This is an optimization exercise on Yosys and OpenROAD, whose aim is small area, a short achievable clock period and few clock cycles, not a production implementation.
The RTL was checked by simulation tests, not by an equivalence proof against the original design.
No activity file was given, so power comes from the tool's default toggle rates.

`flow/flow/run.sh`:
```
#!/bin/bash
# Layout flow: the standard ORFS flow (standard.sh: the unchanged standard
# synthesis, floorplan, power grid, placement, CTS and routing) with these
# changes to how the layout is made:
#  - timing repair aims below the clock period: repair_timing works on the
#    worst paths longer than 18 ns - SETUP_SLACK_MARGIN;
#  - ports get buf_2 buffers (repair resizes them where timing needs it);
set -euo pipefail
bash standard.sh \
  SETUP_SLACK_MARGIN=12.8 \
  TNS_END_PERCENT=5 \
  "BUFFER_PORTS_ARGS=-buffer_cell sky130_fd_sc_hd__buf_2" \
  "CTS_ARGS=-sink_clustering_enable -repair_clock_nets -sink_clustering_size 25 -sink_clustering_max_diameter 70 -dont_use_dummy_load" \
  finish > flow.log 2>&1
```
`flow/constraint.sdc`:
```
create_clock -name core_clock -period 18.0 [get_ports {clk}]
set_input_delay 3.6000 -clock core_clock [delete_from_list [all_inputs] [get_ports {clk}]]
set_output_delay 3.6000 -clock core_clock [all_outputs]
set_load 0.01 [all_outputs]
```
`flow/config.mk`:
```
export PLATFORM = sky130hd
export DESIGN_NAME = crc_block
export DESIGN_NICKNAME = crc_block
export VERILOG_FILES = /design/flow/design.v
export SDC_FILE = /design/flow/constraint.sdc
export NUM_CORES = 8
export LEC_CHECK = 0
export CAP_MARGIN = 30
export CORE_MARGIN = 2
export CORE_UTILIZATION = 60
export PLACE_DENSITY = 0.7
export SLEW_MARGIN = 45
export SYNTH_HIERARCHICAL = 1
```
`flow/design.v`:
```
module crc_block (
    input  wire        clk,
    input  wire        rst,
    input  wire        reg_we,
    input  wire [9:0]  reg_waddr,
    input  wire [31:0] reg_wdata,
    input  wire        reg_re,
    input  wire [9:0]  reg_raddr,
    output wire [31:0] reg_rdata,
    input  wire        cmd_valid,
    input  wire        cmd_op,
    input  wire [3:0]  cmd_unit,
    output reg         cmd_ready,
    output reg         resp_valid,
    output reg  [7:0]  resp_status,
    input  wire        s_valid,
    output wire        s_ready,
    input  wire [7:0]  s_data,
    input  wire        s_first,
    input  wire        s_last,
    input  wire        s_dir,       
    input  wire [7:0]  s_svc,
    input  wire [15:0] s_peer,
    output reg         r_valid,
    output reg         r_hit,
    output reg  [3:0]  r_unit,
    output reg         r_ok,
    output reg  [10:0] r_len,
    output reg  [31:0] r_crc,
    output reg  [31:0] r_app
);
    localparam [7:0] ST_OK        = 8'h00;
    localparam [7:0] ST_BIND_DUP  = 8'h40;
    localparam [7:0] ST_CFG_RANGE = 8'h41;
    function [7:0] rev8(input [7:0] b);
        integer i;
        begin
            for (i = 0; i < 8; i = i + 1)
                rev8[i] = b[7-i];
        end
    endfunction
    function [31:0] rev32(input [31:0] v);
        integer i;
        begin
            for (i = 0; i < 32; i = i + 1)
                rev32[i] = v[31-i];
        end
    endfunction
    function [31:0] width_mask(input [5:0] w);
        integer i;
        begin
            for (i = 0; i < 32; i = i + 1)
                width_mask[i] = (i < w);
        end
    endfunction
    function [2:0] chk_bytes(input [5:0] w);
        begin
            if (w <= 6'd8)       chk_bytes = 3'd1;
            else if (w <= 6'd16) chk_bytes = 3'd2;
            else if (w <= 6'd24) chk_bytes = 3'd3;
            else                 chk_bytes = 3'd4;
        end
    endfunction
    function [31:0] crc8_al(input [31:0] crc, input [7:0] b, input [31:0] poly);
        reg [31:0] r;
        integer k;
        begin
            r = crc ^ {b, 24'd0};
            for (k = 0; k < 8; k = k + 1)
                r = r[31] ? ((r << 1) ^ poly) : (r << 1);
            crc8_al = r;
        end
    endfunction
    function [27:0] crc_amat(input [31:0] p);
        reg [63:0] a;
        reg        x;
        integer    k, i, j;
        begin
            a = 64'd0;
            for (k = 0; k < 8; k = k + 1) begin
                a[8*k + k] = 1'b1;
                for (i = 0; i < k; i = i + 1) begin
                    x = 1'b0;
                    for (j = i; j < k; j = j + 1)
                        x = x ^ (p[32-k+j] & a[8*j + i]);
                    a[8*k + i] = x;
                end
            end
            crc_amat = 28'd0;
            for (k = 1; k < 8; k = k + 1)
                for (i = 0; i < k; i = i + 1)
                    crc_amat[k*(k-1)/2 + i] = a[8*k + i];
        end
    endfunction
    function [31:0] crc8_mat(input [31:0] crc, input [7:0] b, input [31:0] poly, input [27:0] am);
        reg [31:0] r0;
        reg [7:0]  fb, t;
        reg [8:0]  terms;
        integer    k, i;
        begin
            r0 = crc ^ {b, 24'd0};
            for (k = 0; k < 8; k = k + 1) begin
                t = 8'd0;
                for (i = 0; i < k; i = i + 1)
                    t[i] = am[k*(k-1)/2 + i] & r0[31-i];
                t[k] = r0[31-k];
                fb[k] = ^t;
            end
            for (i = 0; i < 32; i = i + 1) begin
                terms = 9'd0;
                if (i >= 8)
                    terms[8] = r0[i-8];
                for (k = 0; k < 8; k = k + 1)
                    if (i - 7 + k >= 0 && i - 7 + k <= 31)
                        terms[k] = fb[k] & poly[i-7+k];
                crc8_mat[i] = ^terms;
            end
        end
    endfunction
    function [31:0] order_bytes(input [31:0] v, input [2:0] c, input order);
        reg [31:0] o;
        integer k;
        begin
            o = 32'd0;
            for (k = 0; k < 4; k = k + 1)
                if (k < c)
                    o[8*k +: 8] = order ? v[8*(c-1-k) +: 8] : v[8*k +: 8];
            order_bytes = o;
        end
    endfunction
    function bindable(input [7:0] svc);
        begin
            bindable = (svc >= 8'h11 && svc <= 8'h1E) ||
                       (svc >= 8'h20 && svc <= 8'h2F) ||
                       (svc >= 8'h31 && svc <= 8'h3F);
        end
    endfunction
    reg [16*6-1:0]  u_width;
    reg [15:0]      u_refin;
    reg [15:0]      u_refout;
    reg [15:0]      u_order;
    reg [15:0]      u_strip;
    reg [16*2-1:0]  u_mode;
    reg [16*32-1:0] u_poly;
    reg [16*32-1:0] u_init;
    reg [16*32-1:0] u_xorout;
    reg [16*8-1:0]  u_svc;
    reg [16*16-1:0] u_peer;
    reg [16*32-1:0] u_check;
    reg [16*32-1:0] u_good;
    reg [16*32-1:0] u_bad;
    reg [15:0]      en;
    reg [15:0]      err;
    reg        a_valid;
    reg [7:0]  a_data;
    reg        a_first;
    reg        a_last;
    reg        a_dir;
    reg [7:0]  a_svc;      
    reg [15:0] a_peer;
    reg        l_valid;
    reg [7:0]  l_data;
    reg        l_first;
    reg        l_last;
    reg        l_dir;
    reg        l_hit;
    reg [3:0]  l_unit;
    reg [5:0]  p_width;
    reg [31:0] p_poly;
    reg [31:0] p_init;
    reg [31:0] p_xorout;
    reg        p_refin;
    reg        p_refout;
    reg        p_order;
    reg        p_strip;
    reg        p_dir;
    reg        p_hit;
    reg        p_cmd;
    reg [3:0]  p_unit;
    reg        b_valid;
    reg [7:0]  b_data;
    reg        b_first;
    reg        b_last;
    reg [31:0] f_poly;
    reg [27:0] f_am;        
    reg [31:0] f_init;
    reg [31:0] f_xm;        
    reg [2:0]  f_c;
    reg [3:0]  f_coh;       
    reg [4:0]  f_s;         
    reg        f_refin;
    reg        f_refout;
    reg        f_order;
    reg        f_strip;
    reg        f_dir;
    reg        f_hit;
    reg        f_cmd;
    reg [3:0]  f_unit;
    reg        c_valid;
    reg [7:0]  c_data;
    reg        c_first;
    reg        c_last;
    reg [31:0] run_crc;
    reg [10:0] run_n;
    reg [31:0] run_hist;    
    reg        run_fed;     
    reg        e_eg_ok;     
    reg        e_in_ok;     
    reg        q_valid;
    reg [31:0] q_xm;
    reg [2:0]  q_c;
    reg [3:0]  q_coh;
    reg [4:0]  q_s;
    reg        q_refout;
    reg        q_order;
    reg        q_strip;
    reg        q_dir;
    reg        q_hit;
    reg        q_cmd;
    reg [3:0]  q_unit;
    reg [31:0] g_good;
    reg [31:0] g_bad;
    localparam [2:0] C_IDLE = 3'd0, C_DIS = 3'd1, C_CHK1 = 3'd2, C_CHK2 = 3'd3,
                     C_RUN = 3'd4, C_WAIT = 3'd5, C_RESP = 3'd6;
    reg [2:0]  c_state;
    reg [3:0]  c_unit;
    reg [3:0]  c_idx;
    reg [1:0]  c_mode;
    reg [7:0]  c_status;
    assign s_ready = 1'b1;
    reg        rst_q;
    always @(posedge clk)
        rst_q <= rst;
    reg [15:0] lk_spec, lk_wild, dup_v;
    integer    ui;
    wire       key_lo = (a_svc[7:6] == 2'b00);
    always @(*) begin
        for (ui = 0; ui < 16; ui = ui + 1) begin
            lk_spec[ui] = en[ui] && u_mode[2*ui + a_dir] && key_lo && u_svc[8*ui +: 6] == a_svc[5:0] &&
                          u_peer[16*ui +: 16] != 16'hFFFF && u_peer[16*ui +: 16] == a_peer;
            lk_wild[ui] = en[ui] && u_mode[2*ui + a_dir] && key_lo && u_svc[8*ui +: 6] == a_svc[5:0] &&
                          u_peer[16*ui +: 16] == 16'hFFFF;
            dup_v[ui]   = en[ui] && (c_unit != ui) && u_svc[8*ui +: 6] == a_svc[5:0] &&
                          u_peer[16*ui +: 16] == a_peer && (u_mode[2*ui +: 2] & c_mode) != 2'b00;
        end
    end
    function [3:0] lowest(input [15:0] v);
        integer i;
        begin
            lowest = 4'd0;
            for (i = 15; i >= 0; i = i - 1)
                if (v[i]) lowest = i[3:0];
        end
    endfunction
    wire       lk_hit  = (|lk_spec) || (|lk_wild);
    wire [3:0] lk_unit = (|lk_spec) ? lowest(lk_spec) : lowest(lk_wild);
    wire [2:0]  rd_reg  = reg_raddr[4:2];
    wire        cmd_fetch = (c_state == C_CHK1);
    wire        cmd_sel   = (c_state == C_CHK1) || (c_state == C_CHK2) || (c_state == C_RUN);
    wire        use_cfg   = l_valid || cmd_sel;
    wire [3:0]  cfg_unit  = cmd_sel ? c_unit : l_unit;
    wire        use_cnt   = c_valid && c_last;
    wire [15:0] sel_cfg, sel_poly, sel_init, sel_xo, sel_bind, sel_chk, sel_good, sel_bad;
    crc_block_rdec rdec (
        .raddr(reg_raddr[9:2]), .en(en),
        .hold_cfg(use_cfg), .eng_cfg({cfg_unit[3], ~cfg_unit[3], cfg_unit[2:0]}),
        .hold_cnt(use_cnt), .eng_cnt({f_unit[3], ~f_unit[3], f_unit[2:0]}),
        .s_cfg(sel_cfg), .s_poly(sel_poly), .s_init(sel_init), .s_xo(sel_xo), .s_bind(sel_bind),
        .s_chk(sel_chk), .s_good(sel_good), .s_bad(sel_bad)
    );
    reg [16*12-1:0] u_cfgw;
    always @(*)
        for (ui = 0; ui < 16; ui = ui + 1)
            u_cfgw[12*ui +: 12] = {u_mode[2*ui +: 2], u_strip[ui], u_order[ui], u_refout[ui],
                                   u_refin[ui], u_width[6*ui +: 6]};
    reg [16*24-1:0] u_bindw;
    always @(*)
        for (ui = 0; ui < 16; ui = ui + 1)
            u_bindw[24*ui +: 24] = {u_peer[16*ui +: 16], u_svc[8*ui +: 8]};
    wire [11:0] m_cfgw_n;
    wire [23:0] m_bindw_n;
    wire [31:0] m_poly_n, m_init_n, m_xorout_n, m_check_n, m_good_n, m_bad_n;
    crc_block_sel16 #(.W(12)) mx_cfg  (.sel(sel_cfg),  .d(u_cfgw),   .q_n(m_cfgw_n));
    crc_block_sel16 #(.W(32)) mx_poly (.sel(sel_poly), .d(u_poly),   .q_n(m_poly_n));
    crc_block_sel16 #(.W(32)) mx_init (.sel(sel_init), .d(u_init),   .q_n(m_init_n));
    crc_block_sel16 #(.W(32)) mx_xo   (.sel(sel_xo),   .d(u_xorout), .q_n(m_xorout_n));
    crc_block_sel16 #(.W(24)) mx_bind (.sel(sel_bind), .d(u_bindw),  .q_n(m_bindw_n));
    crc_block_sel16 #(.W(32)) mx_chk  (.sel(sel_chk),  .d(u_check),  .q_n(m_check_n));
    crc_block_sel16 #(.W(32)) mx_good (.sel(sel_good), .d(u_good),   .q_n(m_good_n));
    crc_block_sel16 #(.W(32)) mx_bad  (.sel(sel_bad),  .d(u_bad),    .q_n(m_bad_n));
    wire [11:0] m_cfgw   = ~m_cfgw_n;
    wire [23:0] m_bindw  = ~m_bindw_n;
    wire [31:0] m_poly   = ~m_poly_n;
    wire [31:0] m_init   = ~m_init_n;
    wire [31:0] m_xorout = ~m_xorout_n;
    wire [31:0] m_good   = ~m_good_n;
    wire [31:0] m_bad    = ~m_bad_n;
    wire [5:0]  m_width  = m_cfgw[5:0];
    wire        m_refin  = m_cfgw[6];
    wire        m_refout = m_cfgw[7];
    wire        m_order  = m_cfgw[8];
    wire        m_strip  = m_cfgw[9];
    wire [1:0]  m_mode   = m_cfgw[11:10];
    wire [7:0]  m_svc    = m_bindw[7:0];
    wire [15:0] m_peer   = m_bindw[23:8];
    wire [31:0] cfg_n  = {18'h3FFFF, m_cfgw_n[11:6], 2'b11, m_cfgw_n[5:0]};
    wire [31:0] bind_n = {m_bindw_n[23:8], 8'hFF, m_bindw_n[7:0]};
    wire [31:0] st_n   = ~(((reg_raddr[9:2] == 8'h00) ? {16'd0, en}  : 32'd0) |
                           ((reg_raddr[9:2] == 8'h01) ? {16'd0, err} : 32'd0));
    reg  [31:0] rd_a_n, rd_b_n;    
    wire [31:0] rdata_a_n, rdata_b_n;
    crc_block_and7 #(.W(32)) rd_a_and (.a(cfg_n), .b(m_poly_n), .c(m_init_n), .d(m_xorout_n),
                                       .e(bind_n), .f(st_n), .g(32'hFFFF_FFFF), .y(rdata_a_n));
    crc_block_and3or #(.W(32)) rd_b_and (.a(m_check_n), .b(m_good_n), .c(m_bad_n), .o(rst_q),
                                         .y(rdata_b_n));
    always @(posedge clk) begin
        rd_a_n <= rdata_a_n;
        rd_b_n <= rdata_b_n;
    end
    assign reg_rdata = ~(rd_a_n & rd_b_n);
    wire [63:0] p_poly_w = {p_poly, 32'd0} >> p_width;
    wire [63:0] p_init_w = {p_init, 32'd0} >> p_width;
    wire [31:0] crc_in   = c_first ? f_init : run_crc;
    wire [10:0] n_in     = c_first ? 11'd0 : run_n;
    wire [31:0] hist_in  = c_first ? 32'd0 : run_hist;
    wire        feed     = !f_dir || (!c_first && run_fed);
    wire [7:0]  hist_c   = ({8{f_coh[0]}} & run_hist[7:0])   | ({8{f_coh[1]}} & run_hist[15:8]) |
                           ({8{f_coh[2]}} & run_hist[23:16]) | ({8{f_coh[3]}} & run_hist[31:24]);
    wire [7:0]  feed_b   = f_dir ? hist_c : c_data;
    wire [7:0]  feed_r   = f_refin ? rev8(feed_b) : feed_b;
    wire [31:0] crc_next = feed ? crc8_mat(crc_in, feed_r, f_poly, f_am) : crc_in;
    wire [10:0] n_next   = n_in + 11'd1;
    wire [31:0] hist_next = {hist_in[23:0], c_data};
    wire        e_eg_n  = (n_next >= 11'd4) && (n_next <= 11'd1484 - {8'd0, f_c});
    wire        e_in_n  = (n_next >= {8'd0, f_c} + 11'd4);
    wire [31:0] fin_u   = q_refout ? rev32(run_crc) : (run_crc >> q_s);
    wire [31:0] fin_chk = fin_u ^ q_xm;
    function [31:0] rev_c(input [31:0] v, input [3:0] coh);
        begin
            rev_c[7:0]   = ({8{coh[0]}} & v[7:0])  | ({8{coh[1]}} & v[15:8]) |
                           ({8{coh[2]}} & v[23:16]) | ({8{coh[3]}} & v[31:24]);
            rev_c[15:8]  = ({8{coh[1]}} & v[7:0])  | ({8{coh[2]}} & v[15:8]) |
                           ({8{coh[3]}} & v[23:16]);
            rev_c[23:16] = ({8{coh[2]}} & v[7:0])  | ({8{coh[3]}} & v[15:8]);
            rev_c[31:24] = ({8{coh[3]}} & v[7:0]);
        end
    endfunction
    wire [31:0] fin_app = q_order ? rev_c(fin_chk, q_coh) : fin_chk;
    wire [31:0] fin_hc  = run_hist & {{8{q_coh[3]}}, {8{q_coh[3] | q_coh[2]}}, {8{!q_coh[0]}}, 8'hFF};
    wire [31:0] fin_rx  = q_order ? fin_hc : rev_c(run_hist, q_coh);
    wire        fin_ok  = !q_hit || (q_dir ? (e_in_ok && (fin_rx == fin_chk)) : e_eg_ok);
    reg  [10:0] fin_len;
    always @(*) begin
        if (!q_hit)
            fin_len = run_n;
        else if (!q_dir)
            fin_len = fin_ok ? run_n + {8'd0, q_c} : run_n;
        else
            fin_len = (fin_ok && q_strip) ? run_n - {8'd0, q_c} : run_n;
    end
    wire        res_now  = q_valid && !q_cmd;
    wire        good_now = res_now && q_hit && fin_ok;
    wire        bad_now  = res_now && q_hit && !fin_ok && q_dir;
    wire        chk_now  = q_valid && q_cmd;
    wire [31:0] good_inc = g_good + 32'd1;
    wire [31:0] bad_inc  = g_bad + 32'd1;
    wire [2:0]  wr_reg  = reg_waddr[4:2];
    wire        wr_cfg  = rst || (reg_we && (wr_reg == 3'd0));
    wire        wr_poly = rst || (reg_we && (wr_reg == 3'd1));
    wire        wr_init = rst || (reg_we && (wr_reg == 3'd2));
    wire        wr_xo   = rst || (reg_we && (wr_reg == 3'd3));
    wire        wr_bind = rst || (reg_we && (wr_reg == 3'd4));
    wire        up_chk  = rst_q || chk_now;
    wire        up_good = rst_q || good_now;
    wire        up_bad  = rst_q || bad_now;
    wire [13:0] d_cfg   = rst ? 14'b00_1_0_1_1_00_100000 : reg_wdata[13:0];
    wire [31:0] d_poly  = rst ? 32'h1EDC_6F41 : reg_wdata;
    wire [31:0] d_init  = rst ? 32'hFFFF_FFFF : reg_wdata;
    wire [31:0] d_xo    = rst ? 32'hFFFF_FFFF : reg_wdata;
    wire [31:0] d_bind  = rst ? 32'hFFFF_0000 : reg_wdata;
    wire [31:0] d_check = rst_q ? 32'd0 : fin_chk;
    wire [31:0] d_good  = rst_q ? 32'd0 : good_inc;
    wire [31:0] d_bad   = rst_q ? 32'd0 : bad_inc;
    genvar g;
    generate
        for (g = 0; g < 16; g = g + 1) begin : unit
            wire wsel = rst || ((reg_waddr[9:5] == 5'd8 + g) && !en[g]);
            wire usel = rst_q || (q_unit == g);
            always @(posedge clk) begin
                if (wr_cfg && wsel) begin
                    u_width[6*g +: 6] <= d_cfg[5:0];
                    u_refin[g]        <= d_cfg[8];
                    u_refout[g]       <= d_cfg[9];
                    u_order[g]        <= d_cfg[10];
                    u_strip[g]        <= d_cfg[11];
                    u_mode[2*g +: 2]  <= d_cfg[13:12];
                end
                if (wr_poly && wsel)
                    u_poly[32*g +: 32] <= d_poly;
                if (wr_init && wsel)
                    u_init[32*g +: 32] <= d_init;
                if (wr_xo && wsel)
                    u_xorout[32*g +: 32] <= d_xo;
                if (wr_bind && wsel) begin
                    u_svc[8*g +: 8]    <= d_bind[7:0];
                    u_peer[16*g +: 16] <= d_bind[31:16];
                end
                if (up_chk && usel)
                    u_check[32*g +: 32] <= d_check;
                if (up_good && usel)
                    u_good[32*g +: 32] <= d_good;
                if (up_bad && usel)
                    u_bad[32*g +: 32] <= d_bad;
            end
        end
    endgenerate
    wire c_inj = (c_state == C_RUN);
    always @(posedge clk) begin
        if (rst) begin
            en         <= 16'd0;
            err        <= 16'd0;
            c_state    <= C_IDLE;
            cmd_ready  <= 1'b1;
            resp_valid <= 1'b0;
            a_valid    <= 1'b0;
            l_valid    <= 1'b0;
            b_valid    <= 1'b0;
            c_valid    <= 1'b0;
            q_valid    <= 1'b0;
            r_valid    <= 1'b0;
        end else begin
            if (reg_we && reg_waddr[9:2] == 8'h01)
                err <= (err | ({15'd0, bad_now} << q_unit)) & ~reg_wdata[15:0];
            else if (bad_now)
                err[q_unit] <= 1'b1;
            resp_valid <= 1'b0;
            case (c_state)
                C_IDLE: begin
                    if (cmd_valid) begin
                        c_unit    <= cmd_unit;
                        c_state   <= cmd_op ? C_DIS : C_CHK1;
                        cmd_ready <= 1'b0;
                    end
                end
                C_DIS: begin
                    en[c_unit] <= 1'b0;
                    c_status   <= ST_OK;
                    c_state    <= C_RESP;
                end
                C_CHK1: begin
                    c_mode  <= m_mode;
                    c_state <= C_CHK2;
                end
                C_CHK2: begin
                    if ((p_width < 6'd8) || (p_width > 6'd32) || !bindable(a_svc) || (c_mode == 2'b00)) begin
                        c_status <= ST_CFG_RANGE;
                        c_state  <= C_RESP;
                    end else if (|dup_v) begin
                        c_status <= ST_BIND_DUP;
                        c_state  <= C_RESP;
                    end else begin
                        en[c_unit] <= 1'b1;
                        c_idx      <= 4'd0;
                        c_state    <= C_RUN;
                    end
                end
                C_RUN: begin
                    c_idx <= c_idx + 4'd1;
                    if (c_idx == 4'd8)
                        c_state <= C_WAIT;
                end
                C_WAIT: begin
                    if (chk_now) begin
                        resp_valid  <= 1'b1;
                        resp_status <= ST_OK;
                        c_state     <= C_IDLE;
                        cmd_ready   <= 1'b1;
                    end
                end
                default: begin    
                    resp_valid  <= 1'b1;
                    resp_status <= c_status;
                    c_state     <= C_IDLE;
                    cmd_ready   <= 1'b1;
                end
            endcase
            a_valid <= s_valid;
            l_valid <= a_valid;
            b_valid <= l_valid || c_inj;
            c_valid <= b_valid;
            q_valid <= c_valid && c_last;
            r_valid <= res_now;
        end
        a_data  <= s_data;
        a_first <= s_first;
        a_last  <= s_last;
        a_dir   <= s_dir;
        a_svc   <= cmd_fetch ? m_svc : s_svc;
        a_peer  <= cmd_fetch ? m_peer : s_peer;
        l_data  <= a_data;
        l_first <= a_first;
        l_last  <= a_last;
        l_dir   <= a_dir;
        l_hit   <= lk_hit;
        l_unit  <= lk_unit;
        if (c_inj) begin
            b_data  <= 8'h31 + {4'd0, c_idx};
            b_first <= (c_idx == 4'd0);
            b_last  <= (c_idx == 4'd8);
        end else begin
            b_data  <= l_data;
            b_first <= l_first;
            b_last  <= l_last;
        end
        p_width  <= m_width;
        p_poly   <= m_poly;
        p_init   <= m_init;
        p_xorout <= m_xorout;
        p_refin  <= m_refin;
        p_refout <= m_refout;
        p_order  <= m_order;
        p_strip  <= m_strip;
        p_dir    <= cmd_sel ? 1'b0 : l_dir;
        p_hit    <= cmd_sel ? 1'b1 : l_hit;
        p_cmd    <= cmd_sel;
        p_unit   <= cfg_unit;
        c_data  <= b_data;
        c_first <= b_first;
        c_last  <= b_last;
        if (b_valid && b_first) begin
            f_poly   <= p_poly_w[31:0];
            f_am     <= crc_amat(p_poly_w[31:0]);
            f_init   <= p_init_w[31:0];
            f_xm     <= p_xorout & width_mask(p_width);
            f_c      <= chk_bytes(p_width);
            f_coh    <= 4'd1 << (chk_bytes(p_width) - 3'd1);
            f_s      <= 5'd0 - p_width[4:0];
            f_refin  <= p_refin;
            f_refout <= p_refout;
            f_order  <= p_order;
            f_strip  <= p_strip;
            f_dir    <= p_dir;
            f_hit    <= p_hit;
            f_cmd    <= p_cmd;
            f_unit   <= p_unit;
        end
        if (c_valid) begin
            run_crc  <= crc_next;
            run_n    <= n_next;
            run_hist <= hist_next;
            run_fed  <= (n_next >= {8'd0, f_c});
        end
        e_eg_ok <= e_eg_n;
        e_in_ok <= e_in_n;
        q_xm     <= f_xm;
        q_c      <= f_c;
        q_coh    <= f_coh;
        q_s      <= f_s;
        q_refout <= f_refout;
        q_order  <= f_order;
        q_strip  <= f_strip;
        q_dir    <= f_dir;
        q_hit    <= f_hit;
        q_cmd    <= f_cmd;
        q_unit   <= f_unit;
        g_good <= (good_now && q_unit == f_unit) ? good_inc : m_good;
        g_bad  <= (bad_now && q_unit == f_unit) ? bad_inc : m_bad;
        r_hit  <= q_hit;
        r_unit <= q_hit ? q_unit : 4'd0;
        r_ok   <= fin_ok;
        r_len  <= fin_len;
        r_crc  <= q_hit ? fin_chk : 32'd0;
        r_app  <= (q_hit && !q_dir) ? fin_app : 32'd0;
    end
endmodule
module crc_block_rdec (
    input  wire [9:2]  raddr,
    input  wire [15:0] en,
    input  wire        hold_cfg,
    input  wire [4:0]  eng_cfg,     
    input  wire        hold_cnt,
    input  wire [4:0]  eng_cnt,
    output wire [15:0] s_cfg,
    output wire [15:0] s_poly,
    output wire [15:0] s_init,
    output wire [15:0] s_xo,
    output wire [15:0] s_bind,
    output wire [15:0] s_chk,
    output wire [15:0] s_good,
    output wire [15:0] s_bad
);
    wire [1:0] hi_r, hi_c, hi_n;    
    wire [7:0] lo_r, lo_c, lo_n;
    crc_block_udec ud_r (.a(raddr[9:5]), .e(5'd0),    .hold(1'b0),     .hi_n(hi_r), .lo_n(lo_r));
    crc_block_udec ud_c (.a(raddr[9:5]), .e(eng_cfg), .hold(hold_cfg), .hi_n(hi_c), .lo_n(lo_c));
    crc_block_udec ud_n (.a(raddr[9:5]), .e(eng_cnt), .hold(hold_cnt), .hi_n(hi_n), .lo_n(lo_n));
    wire [2:0] r, r_n;
    wire [7:0] rg_n;
    wire [15:0] en_n;
    genvar i, u;
    generate
        for (i = 0; i < 3; i = i + 1) begin : rlit
            crc_block_g_inv g_n (.a(raddr[2+i]), .y(r_n[i]));
            crc_block_g_inv g_p (.a(r_n[i]), .y(r[i]));
        end
        for (i = 0; i < 8; i = i + 1) begin : rdec
            if (i == 5) begin : chk
                crc_block_g_nand3 g (.a(i[0] ? r[0] : r_n[0]), .b(i[1] ? r[1] : r_n[1]),
                                     .c(i[2] ? r[2] : r_n[2]), .y(rg_n[i]));
            end else begin : held
                crc_block_g_a31oi g (.a1(i[0] ? r[0] : r_n[0]), .a2(i[1] ? r[1] : r_n[1]),
                                     .a3(i[2] ? r[2] : r_n[2]), .b1(i < 5 ? hold_cfg : hold_cnt),
                                     .y(rg_n[i]));
            end
        end
        for (u = 0; u < 16; u = u + 1) begin : sel
            crc_block_g_inv  g_en (.a(en[u]), .y(en_n[u]));
            crc_block_g_nor3 g0 (.a(hi_c[u/8]), .b(lo_c[u%8]), .c(rg_n[0]), .y(s_cfg[u]));
            crc_block_g_nor3 g1 (.a(hi_c[u/8]), .b(lo_c[u%8]), .c(rg_n[1]), .y(s_poly[u]));
            crc_block_g_nor3 g2 (.a(hi_c[u/8]), .b(lo_c[u%8]), .c(rg_n[2]), .y(s_init[u]));
            crc_block_g_nor3 g3 (.a(hi_c[u/8]), .b(lo_c[u%8]), .c(rg_n[3]), .y(s_xo[u]));
            crc_block_g_nor3 g4 (.a(hi_c[u/8]), .b(lo_c[u%8]), .c(rg_n[4]), .y(s_bind[u]));
            crc_block_g_nor4 g5 (.a(hi_r[u/8]), .b(lo_r[u%8]), .c(rg_n[5]), .d(en_n[u]), .y(s_chk[u]));
            crc_block_g_nor3 g6 (.a(hi_n[u/8]), .b(lo_n[u%8]), .c(rg_n[6]), .y(s_good[u]));
            crc_block_g_nor3 g7 (.a(hi_n[u/8]), .b(lo_n[u%8]), .c(rg_n[7]), .y(s_bad[u]));
        end
    endgenerate
endmodule
module crc_block_udec (
    input  wire [4:0] a,
    input  wire [4:0] e,
    input  wire       hold,
    output wire [1:0] hi_n,    
    output wire [7:0] lo_n     
);
    wire [4:0] p, n;
    genvar i;
    generate
        for (i = 0; i < 5; i = i + 1) begin : lit
            crc_block_g_mux2i g_n (.a0(a[i]), .a1(e[i]), .s(hold), .y(n[i]));
            crc_block_g_inv   g_p (.a(n[i]), .y(p[i]));
        end
        crc_block_g_nand2 g_h0 (.a(n[4]), .b(p[3]), .y(hi_n[0]));
        crc_block_g_nand2 g_h1 (.a(p[4]), .b(n[3]), .y(hi_n[1]));
        for (i = 0; i < 8; i = i + 1) begin : lo
            crc_block_g_nand3 g (.a(i[0] ? p[0] : n[0]), .b(i[1] ? p[1] : n[1]),
                                 .c(i[2] ? p[2] : n[2]), .y(lo_n[i]));
        end
    endgenerate
endmodule
module crc_block_g_inv (input wire a, output wire y);
    assign y = ~a;
endmodule
module crc_block_g_mux2i (input wire a0, input wire a1, input wire s, output wire y);
    assign y = ~(s ? a1 : a0);
endmodule
module crc_block_g_nand2 (input wire a, input wire b, output wire y);
    assign y = ~(a & b);
endmodule
module crc_block_g_nand3 (input wire a, input wire b, input wire c, output wire y);
    assign y = ~(a & b & c);
endmodule
module crc_block_g_a31oi (input wire a1, input wire a2, input wire a3, input wire b1, output wire y);
    assign y = ~((a1 & a2 & a3) | b1);
endmodule
module crc_block_g_nor3 (input wire a, input wire b, input wire c, output wire y);
    assign y = ~(a | b | c);
endmodule
module crc_block_g_nor4 (input wire a, input wire b, input wire c, input wire d, output wire y);
    assign y = ~(a | b | c | d);
endmodule
module crc_block_sel16 #(
    parameter W = 32
) (
    input  wire [15:0]     sel,
    input  wire [16*W-1:0] d,
    output wire [W-1:0]    q_n
);
    reg [W-1:0] q;
    integer u;
    always @(*) begin
        q = {W{1'b0}};
        for (u = 0; u < 16; u = u + 1)
            q = q | (d[W*u +: W] & {W{sel[u]}});
    end
    assign q_n = ~q;
endmodule
module crc_block_and7 #(
    parameter W = 32
) (
    input  wire [W-1:0] a, b, c, d, e, f, g,
    output wire [W-1:0] y
);
    genvar i;
    generate
        for (i = 0; i < W; i = i + 1) begin : ab
            wire t0, t1;
            crc_block_g_nand4 g0 (.a(a[i]), .b(b[i]), .c(c[i]), .d(d[i]), .y(t0));
            crc_block_g_nand3 g1 (.a(e[i]), .b(f[i]), .c(g[i]), .y(t1));
            crc_block_g_nor2  g2 (.a(t0), .b(t1), .y(y[i]));
        end
    endgenerate
endmodule
module crc_block_and3or #(
    parameter W = 32
) (
    input  wire [W-1:0] a, b, c,
    input  wire         o,
    output wire [W-1:0] y
);
    wire o_n;
    crc_block_g_inv g_o (.a(o), .y(o_n));
    genvar i;
    generate
        for (i = 0; i < W; i = i + 1) begin : ab
            wire t;
            crc_block_g_nand3 g0 (.a(a[i]), .b(b[i]), .c(c[i]), .y(t));
            crc_block_g_nand2 g1 (.a(t), .b(o_n), .y(y[i]));
        end
    endgenerate
endmodule
module crc_block_g_nand4 (input wire a, input wire b, input wire c, input wire d, output wire y);
    assign y = ~(a & b & c & d);
endmodule
module crc_block_g_nor2 (input wire a, input wire b, output wire y);
    assign y = ~(a | b);
endmodule
```
`flow/standard.sh`:
```
#!/bin/bash
# synth_recipe.tcl (not shown) runs the flow's synth.tcl, then flattens the netlist and writes it again
# the make line also repeats each setting of config.mk as NAME=value (left out here)
make -C /OpenROAD-flow-scripts/flow DESIGN_CONFIG=/design/flow/config.mk WORK_HOME=/design/flow/orfs CLKGATE_MAP_FILE= SYNTH_SCRIPT=/design/flow/synth_recipe.tcl "${@:-finish}"
```
==> results of run 1 <==
-- metal layers --
metal	vias up	wire length (µm)
li1	46600	-
met1	57800	211000
met2	8069	263000
met3	1326	73800
met4	28	35600
met5	-	391
-- sequential cells by signal (all words and copies together), names as in the netlist, 96 cells and up, named ones only --
name / count
u_xorout: 512
u_check: 512
u_poly: 512
u_good: 512
u_width: 96
u_bad: 512
u_peer: 256
u_svc: 128
u_init: 512
-- power breakdown --
part	internal (mW)	switching, mW
clock network	2.12	2.98
registers	11.7	0.350
logic	1.24	2.37
total	15.0	5.70
-- modules after synthesis (local to each module, per instance), excerpt --
module / cell area, µm² / copies in the design / flip-flops and latches / cells
crc_block_g_nor2: 3.75 / 32 / 0 / 1
crc_block_rdec: 3.75 / 1 / 0 / 1
crc_block_g_inv: 3.75 / 38 / 0 / 1
crc_block_g_nor4: 12.5 / 16 / 0 / 1
crc_block_g_nand3: 5.00 / 89 / 0 / 1
crc_block_g_nand4: 6.26 / 32 / 0 / 1
crc_block_g_nand2: 3.75 / 38 / 0 / 1
crc_block_g_a31oi: 6.26 / 7 / 0 / 1
crc_block: 154000 / 1 / 4356 / 8654
crc_block_g_mux2i: 10.0 / 15 / 0 / 1
crc_block_g_nor3: 10.0 / 112 / 0 / 1
-- metrics by stage --
stage               total power [mW]  setup slack, ns  hold slack, ns  utilization  instances
floorplan                       14.0            12.35           0.310            -      11500
global placement                15.2            10.21           0.316        0.627      15300
detailed placement              15.3             9.97           0.312        0.630      15400
CTS                             20.6            12.29           0.332        0.666      15800
global route                    21.2            12.29           0.333        0.675      15900
finish                          20.7            12.18           0.325        0.675      15900
-- cells in the mapped netlist, types with 52 or more instances --
| library cell | number | area share |
|---|---|---|
| and2_1 | 61 | 0.0021 |
| xnor2_1 | 406 | 0.020 |
| nor2b_1 | 92 | 0.0032 |
| o21ai_0 | 156 | 0.0044 |
| nand4_1 | 158 | 0.0056 |
| o22ai_1 | 67 | 0.0024 |
| and4_1 | 234 | 0.012 |
| mux2_2 | 52 | 0.0033 |
| nor3_1 | 63 | 0.0018 |
| dfxtp_1 | 493 | 0.056 |
| nand2_1 | 648 | 0.014 |
| xor2_1 | 336 | 0.017 |
| mux2i_1 | 256 | 0.014 |
| edfxtp_1 | 3863 | 0.65 |
| nand3_1 | 158 | 0.0045 |
| a22o_1 | 912 | 0.045 |
| nor3_2 | 112 | 0.0063 |
| a22oi_1 | 77 | 0.0033 |
| mux4_2 | 88 | 0.011 |
| a21oi_1 | 145 | 0.0041 |
| nor4_1 | 95 | 0.0033 |
| clkbuf_1 | 375 | 0.0079 |
| buf_6 | 170 | 0.011 |
| nor2_1 | 485 | 0.010 |
| inv_1 | 223 | 0.0047 |
| a221oi_1 | 902 | 0.045 |
-- cells by family (layout without fill, tap and decap cells) --
| group | count (synthesis) | after routing | synth area share |
|---|---|---|---|
| buffers and inverters | 922 | 1390 | 0.0281 |
| AND/OR/NAND/NOR | 2337 | 2356 | 0.0721 |
| flip-flops | 4356 | 4356 | 0.709 |
| other | 3 | 119 | 0.0000634 |
| multiplexers | 396 | 396 | 0.0289 |
| adder cells (fa/ha/maj) | 42 | 42 | 0.00304 |
| AO/OA/AOI/OAI | 2610 | 2610 | 0.120 |
| XOR/XNOR | 756 | 756 | 0.0383 |
-- worst max-delay path: stages --
cell and delay [ns]:
buf_4 0.19, mux2i_4 0.30, inv_4 0.12, nand3_4 0.24
buf_4 0.17, buf_6 0.17, nor3_4 0.10, a22o_1 0.23
a221oi_1 0.30, and4_4 0.41, nand4_1 0.47, nor2_4 0.36
-- final cells by class --
type | count | area share
sequential | 4356 | 0.635
multi-input combinational | 6253 | 0.263
timing repair buffer | 942 | 0.0460
clock buffer | 215 | 0.0271
tap | 3919 | 0.0247
inverter | 233 | 0.00461
antenna | 26 | 0.000328
-- path summary, 6_finish.rpt --
path	end	start	slack [ns]
worst max-delay path	rd_a_n[9]	reg_raddr[5]	12.18
worst min register to register	q_hit	f_hit	0.33
worst max register to register	u_good[279]	run_crc[10]	12.65
worst min-delay path	q_hit	f_hit	0.33
-- repair_timing --
action                     in CTS  in global routing
gates cloned                   36                  6
hold buffers                    0                  0
setup endpoints to repair    1739               1320
pin swaps                     175                 75
gates resized for setup       646                345
setup buffers                 215                 83
==> key figures, run 1 <==
Run status
  – Status: no timing/DRC/antenna violations

Layout
  – Most common cell after layout, fill and taps aside: edfxtp_1
  – Post-Layout Inst Area: just under 0.2 mm²
  – Commonest non-fill, non-tap cells in the layout: edfxtp_1, a22o_1, a221oi_1
  – Layout area overhead: 11.8%
  – Area of the multi-input gates: approximately 0.052 mm²
  – Layout cells sized above 1: 0.193
  – Reg area: 0.126 mm²
  – Fillers: 19800
  – Layout Nets: 12100

Drt
  – Final ANT Viol Nets: 0
  – Vias per inst: ~7
  – Detailed-route via count: about 110k
  – Post-DR wirelength/cell: approximately 37 µm
  – # DRC: 0
  – Drt first pass iters: 9
  – Post-Route WL: roughly 600000 µm
  – Initial DRC count: approximately 18000

Worst setup path
  – Crit Path Max Fanout: 6
  – Arrival time of the worst setup path: between 6 and 7 ns
  – CP endpoint kind: flop
  – Setup CP Type: in -> reg
  – CP Launch Type: input pin
  – Worst Path Required: roughly 19 ns
  – R2R depth: 15

STA
  – Unrepaired setup endpoints after global routing: yes
  – Rel. slew slack: 0.407
  – Clock skew: 0.115 ns
  – Worst slew pin tran: a little under 0.9 ns
  – Final TNS setup: 0 ns
  – Final hold vios: 0
  – Fmax: roughly 0.17 GHz
  – Final cycle utilization of the critical path: 0.323
  – Final setup fails: 0
  – Max Slew Vio Count: 0
  – Crit path time final: 5.82 ns

GRT
  – First-pass GRT wire length: ~800000 µm
  – Total gr overflow: 0
  – Number of global-route vias before repair: 106000
  – Largest net degree at the start of global routing: between 70 and 80
  – GR peak layer: met2
  – Initial antenna violation count: 44
  – GR Layer Usage met2: 0.575
  – GR Layer Usage met1: 0.512
  – GRT Resource Usage Total: 0.377
  – M3 GR Usage: 0.0860

Synth
  – Synth Register Bits: about 4400
  – Yosys warning count: 10
  – Synth Instances: between 10000 and 15000
  – Mapped Area: roughly 0.18 mm²
  – Most used DFF post-synth: edfxtp_1
  – Distinct cells, synth: roughly 100
  – Number of flops mapped to enable cells by yosys: around 3900
  – Sequential fraction of the synthesis area: 0.709
  – Ys async rst share: 0
  – Avg Synthesized Cell Area: around 16 µm²

Flow run
  – Max Cap Viol: 0

Floorplanning
  – Die height: 548 µm
  – # rows: between 150 and 200
  – Initial Util: 0.604
  – Core ar.: between 0.2 and 0.3 mm²
  – Die width: 548 µm
  – IO Pins: about 220
  – Die area: ~0.30 mm²

Placed design
  – IO Port Bufs: between 200 and 250
  – Placed cell area: about 0.19 mm²
  – Final Wtd Congestion: between 0.9 and 1
  – HPWL after DPL: approximately 350000 µm

Worst hold path
  – Worst min-delay path class: reg -> reg
  – Hold depth: 0

Power
  – Cell Pwr Density: about 100 mW/mm²
  – Leakage: ~67 nW
  – Maximum VDD drop: between 0.00009 and 0.0001 V

Clock network
  – Longest Clk Path Bufs: 4
  – Clk sinks: 4356
  – Number of H-tree levels: 4
  – Clock latency on the worst-skew pair: a little under 1 ns
  – Root Driver: clkbuf_16
  – CTS tree: built
  – Worst-path clk slew: around 0.1 ns
  – CTS buffer count: 215
Testbench counts, summed over its fixed seeds: cycles 65,467.
==> run 2, diff against run 1 <==
--- a/flow/flow/run.sh
+++ b/flow/flow/run.sh
@@ -5,9 +5,12 @@
 #  - timing repair aims below the clock period: repair_timing works on the
 #    worst paths longer than 18 ns - SETUP_SLACK_MARGIN;
+#  - the steps estimate wire delays with flow/rc.tcl (the platform's wire RC
+#    scaled by 1.4) instead of the platform's setRC.tcl;
 #  - ports get buf_2 buffers (repair resizes them where timing needs it);
 set -euo pipefail
 bash standard.sh \
-  SETUP_SLACK_MARGIN=12.8 \
+  SETUP_SLACK_MARGIN=12.5 \
   TNS_END_PERCENT=5 \
+  "LAYER_PARASITICS_FILE=$PWD/flow/rc.tcl" \
   "BUFFER_PORTS_ARGS=-buffer_cell sky130_fd_sc_hd__buf_2" \
   "CTS_ARGS=-sink_clustering_enable -repair_clock_nets -sink_clustering_size 25 -sink_clustering_max_diameter 70 -dont_use_dummy_load" \
==> flow/flow/rc.tcl (new file) <==
set k 1.4
set_layer_rc -layer li1 -capacitance [expr {$k * 1.499e-04}] -resistance [expr {$k * 7.176e-02}]
set_layer_rc -layer met1 -capacitance [expr {$k * 1.72375E-04}] -resistance [expr {$k * 8.929e-04}]
set_layer_rc -layer met2 -capacitance [expr {$k * 1.36233E-04}] -resistance [expr {$k * 8.929e-04}]
set_layer_rc -layer met3 -capacitance [expr {$k * 2.14962E-04}] -resistance [expr {$k * 1.567e-04}]
set_layer_rc -layer met4 -capacitance [expr {$k * 1.48128E-04}] -resistance [expr {$k * 1.567e-04}]
set_layer_rc -layer met5 -capacitance [expr {$k * 1.54087E-04}] -resistance [expr {$k * 1.781e-05}]

set_layer_rc -via mcon -resistance 9.249146E-3
set_layer_rc -via via -resistance 4.5E-3
set_layer_rc -via via2 -resistance 3.368786E-3
set_layer_rc -via via3 -resistance 0.376635E-3
set_layer_rc -via via4 -resistance 0.00580E-3

set_wire_rc -signal -layer met1
set_wire_rc -clock -layer met3
==> run 2 against run 1 <==
  * Still clean on timing, DRC and antenna
  * Wire length decreased by 2.2%
  * Clock power is essentially flat
  * Non-clock buffer count fell by 52
  * Sequential power about the same
  * Total power down 0.40%
  * Global-route usage fell by 0.53 points
  * Via count decreased by 1.2%
  * First-iteration DRC count is 6.3% lower
  * Critical path type unchanged
  * Largest cell class unchanged
  * Highest routed layer unchanged
==> key figures, run 2 <==
Run status
  – Status: no timing/DRC/antenna violations

Clock network
  – Clock latency on the worst-skew pair: 0.95 ns
  – Root Driver: clkbuf_16
  – CTS tree: built
  – CTS buffer count: 218
  – Number of H-tree levels: 4
  – Longest Clk Path Bufs: 4
  – Clk sinks: approximately 4400
  – Worst-path clk slew: roughly 0.09 ns

Drt
  – Post-Route WL: roughly 570000 µm
  – Detailed-route via count: about 110k
  – Post-DR wirelength/cell: roughly 36 µm
  – Vias per inst: between 7 and 8
  – Final ANT Viol Nets: 0
  – Drt first pass iters: 9
  – Initial DRC count: 16900
  – # DRC: 0

Worst setup path
  – Arrival time of the worst setup path: approximately 6.4 ns
  – R2R depth: 17
  – R2R Setup Slk: 12.92 ns
  – Crit Path Max Fanout: 18
  – Crit path launch: reg_raddr[2]
  – RR Startpoint: run_crc[12]
  – Setup CP Type: in -> reg
  – Crit path capture: rd_a_n[8]
  – Reg2reg end: u_good[157]
  – Worst Path Required: 18.83 ns
  – CP Launch Type: input pin
  – CP endpoint kind: flop

Power
  – Cell Pwr Density: approximately 100 mW/mm²
  – Leakage: between 60 and 70 nW
  – Maximum VDD drop: between 0.0001 and 0.00015 V

GRT
  – Total gr overflow: 0
  – First-pass GRT wire length: around 790000 µm
  – GRT Resource Usage Total: 0.372
  – Initial antenna violation count: 48
  – Largest net degree at the start of global routing: 65
  – Number of global-route vias before repair: roughly 110k

Placed design
  – HPWL after DPL: ~370000 µm
  – IO Port Bufs: 210
  – Final Wtd Congestion: between 0.9 and 1

Synth
  – Top cells by count, synth: edfxtp_1, a22o_1, a221oi_1
  – Yosys warning count: 10
  – Ys async rst share: 0
  – Synth Register Bits: ~4400
  – Leading cell type by number of instances after synthesis: edfxtp_1
  – Mapped Area: ~0.18 mm²
  – Number of flops mapped to enable cells by yosys: just under 4000
  – Yosys top cell by area: edfxtp_1
  – Synth top area cells: edfxtp_1, dfxtp_1, a22o_1
  – Most used DFF post-synth: edfxtp_1
  – Avg Synthesized Cell Area: between 15 and 20 µm²
  – Top cell type's share of synthesized area: 0.653
  – Synth Instances: between 10000 and 15000
  – Distinct cells, synth: 103
  – Sequential fraction of the synthesis area: 0.709

STA
  – Max Slew Vio Count: 0
  – Final setup fails: 0
  – Crit path time final: around 5.6 ns
  – Rel. slew slack: 0.535
  – Final hold vios: 0
  – WHS: between 0.3 and 0.4 ns
  – Final TNS setup: 0 ns
  – Worst slew pin tran: 0.697 ns
  – Unrepaired setup endpoints after global routing: yes
  – Clock skew: approximately 0.099 ns
  – Final cycle utilization of the critical path: 0.310
  – Fmax: 0.179 GHz

Layout
  – Commonest non-fill, non-tap cells in the layout: edfxtp_1, a22o_1, a221oi_1
  – Layout area overhead: 10.9%
  – Layout cells sized above 1: 0.180
  – Layout Nets: ~12000
  – Most common cell after layout, fill and taps aside: edfxtp_1

Floorplanning
  – Die height: between 500 and 600 µm
  – Die area: roughly 0.30 mm²
  – Die width: approximately 550 µm
  – # rows: approximately 200
  – Core ar.: between 0.2 and 0.3 mm²
  – IO Pins: approximately 220
  – Initial Util: 0.604

Flow run
  – Max Cap Viol: 0

Worst hold path
  – Worst min-delay path class: reg -> reg
  – Hold Path Origin: f_xm[31]
[run 2: cell families after synthesis]
kind of cell	after synthesis	synth area share
compound gates	2610	0.120
xor+xnor	756	0.0383
fa+ha+maj	42	0.00304
buf+inv	922	0.0281
flops	4356	0.709
mux	396	0.0289
other cells	3	0.0000634
simple gates	2337	0.0721
[run 2: layer usage]
metal  global-route usage  share of wire  wire length, µm
met2                0.566           0.45           257000
met3               0.0815           0.12            67900
met4                0.204          0.066            37700
met1                0.503           0.36           207000
met5                    0        0.00029              166
[run 2: repair_timing]
item,CTS,global route
hold buffers,0,0
setup buffers,118,53
resized for setup,545,95
gates cloned,7,2
endpoints found under the setup margin,1337,1244
pin swaps,67,6
[run 2: report_power, final]
part           internal (mW)  switching [mW]  total, mW
registers               11.7           0.435       12.1
logic                   1.19            2.24       3.44
clock network           2.15            2.96       5.11
total                   15.0            5.64       20.7
[run 2: worst max-delay path: stages]
cell and delay, ns:
buf_6 0.15, clkinvlp_4 0.07, buf_4 0.18, inv_2 0.12
a31oi_4 0.21, buf_12 0.16, buf_12 0.14, nor3_4 0.04
buf_4 0.22, buf_6 0.22, a22o_1 0.22, a221oi_1 0.28
and4_2 0.42, nand4_1 0.17, nor2_1 0.13
[run 2: final cells by class]
type	count	area (µm²)
Antenna cell	29	72.6
Clock buffer	218	5460
Fill cell	19900	97100
Inverter	233	907
Multi-Input combinational cell	6236	51400
Sequential cell	4356	126000
Tap cell	3919	4900
Timing Repair Buffer	890	8180
[run 2: worst min-delay path by stage]
stage | to | depth (start not counted)
floorplan | c_data[0] | 0
global placement | l_data[0] | 0
detailed placement | l_last | 0
CTS | q_xm[31] | 0
global route | q_xm[31] | 0
finish | q_xm[31] | 0
[run 2: through the flow]
stage / total power [mW] / utilization / std cells / setup slack (ns) / instance area (µm²)
after CTS: 21.6 / 0.664 / 15800 / 12.28 / 195000
after detailed placement: 15.4 / 0.634 / 15400 / 10.17 / 186000
final: 20.7 / 0.670 / 15900 / 12.42 / 197000
after floorplan: 14.0 / - / 11500 / 12.04 / 178000
after global placement: 15.7 / 0.630 / 15400 / 9.40 / 185000
after global routing: 22.4 / 0.669 / 15900 / 12.25 / 197000
[run 2: per-module statistics from Yosys, one instance, submodules excluded, a selection]
module             cells  flops+latches
crc_block_g_nand2      1              0
crc_block_g_a31oi      1              0
crc_block           8654           4356
crc_block_g_nor3       1              0
crc_block_rdec         1              0
crc_block_g_nor2       1              0
crc_block_g_nand3      1              0
crc_block_g_nor4       1              0
crc_block_g_nand4      1              0
crc_block_g_inv        1              0
crc_block_g_mux2i      1              0

==> re-timing with driven ports <==
No port has a modelled driver above. Below, the same layouts with a new extraction and two added sets of constraints. Step 1 assumes that a clkbuf_16 drives the clock port and a buf_2 every other input. Step 2 adds t to the input delays and takes it off the output delays; t is the mean of the earliest and latest rising clock arrival at the registers after step 1. Input paths then give back, and output paths get back, about the clock's delay inside the block. Three values: ideal ports, drivers, drivers and shift; two values: the first two.
| run | t (ns) | setup WS [ns] | worst slew at a driven data input, ns | pins driven straight from the clock port |
|---|---|---|---|---|
| run 1 | 1.026 | 12.183 / 12.190 / 11.187 | 0.22 | 1 |
| run 2 | 1.019 | 12.416 / 12.255 / 11.235 | 0.29 | 1 |
After both steps setup and hold are still met in every run listed. For run 2, which loses most, drivers alone change the setup slack by -0.161 ns; drivers and shift together by -1.181 ns.
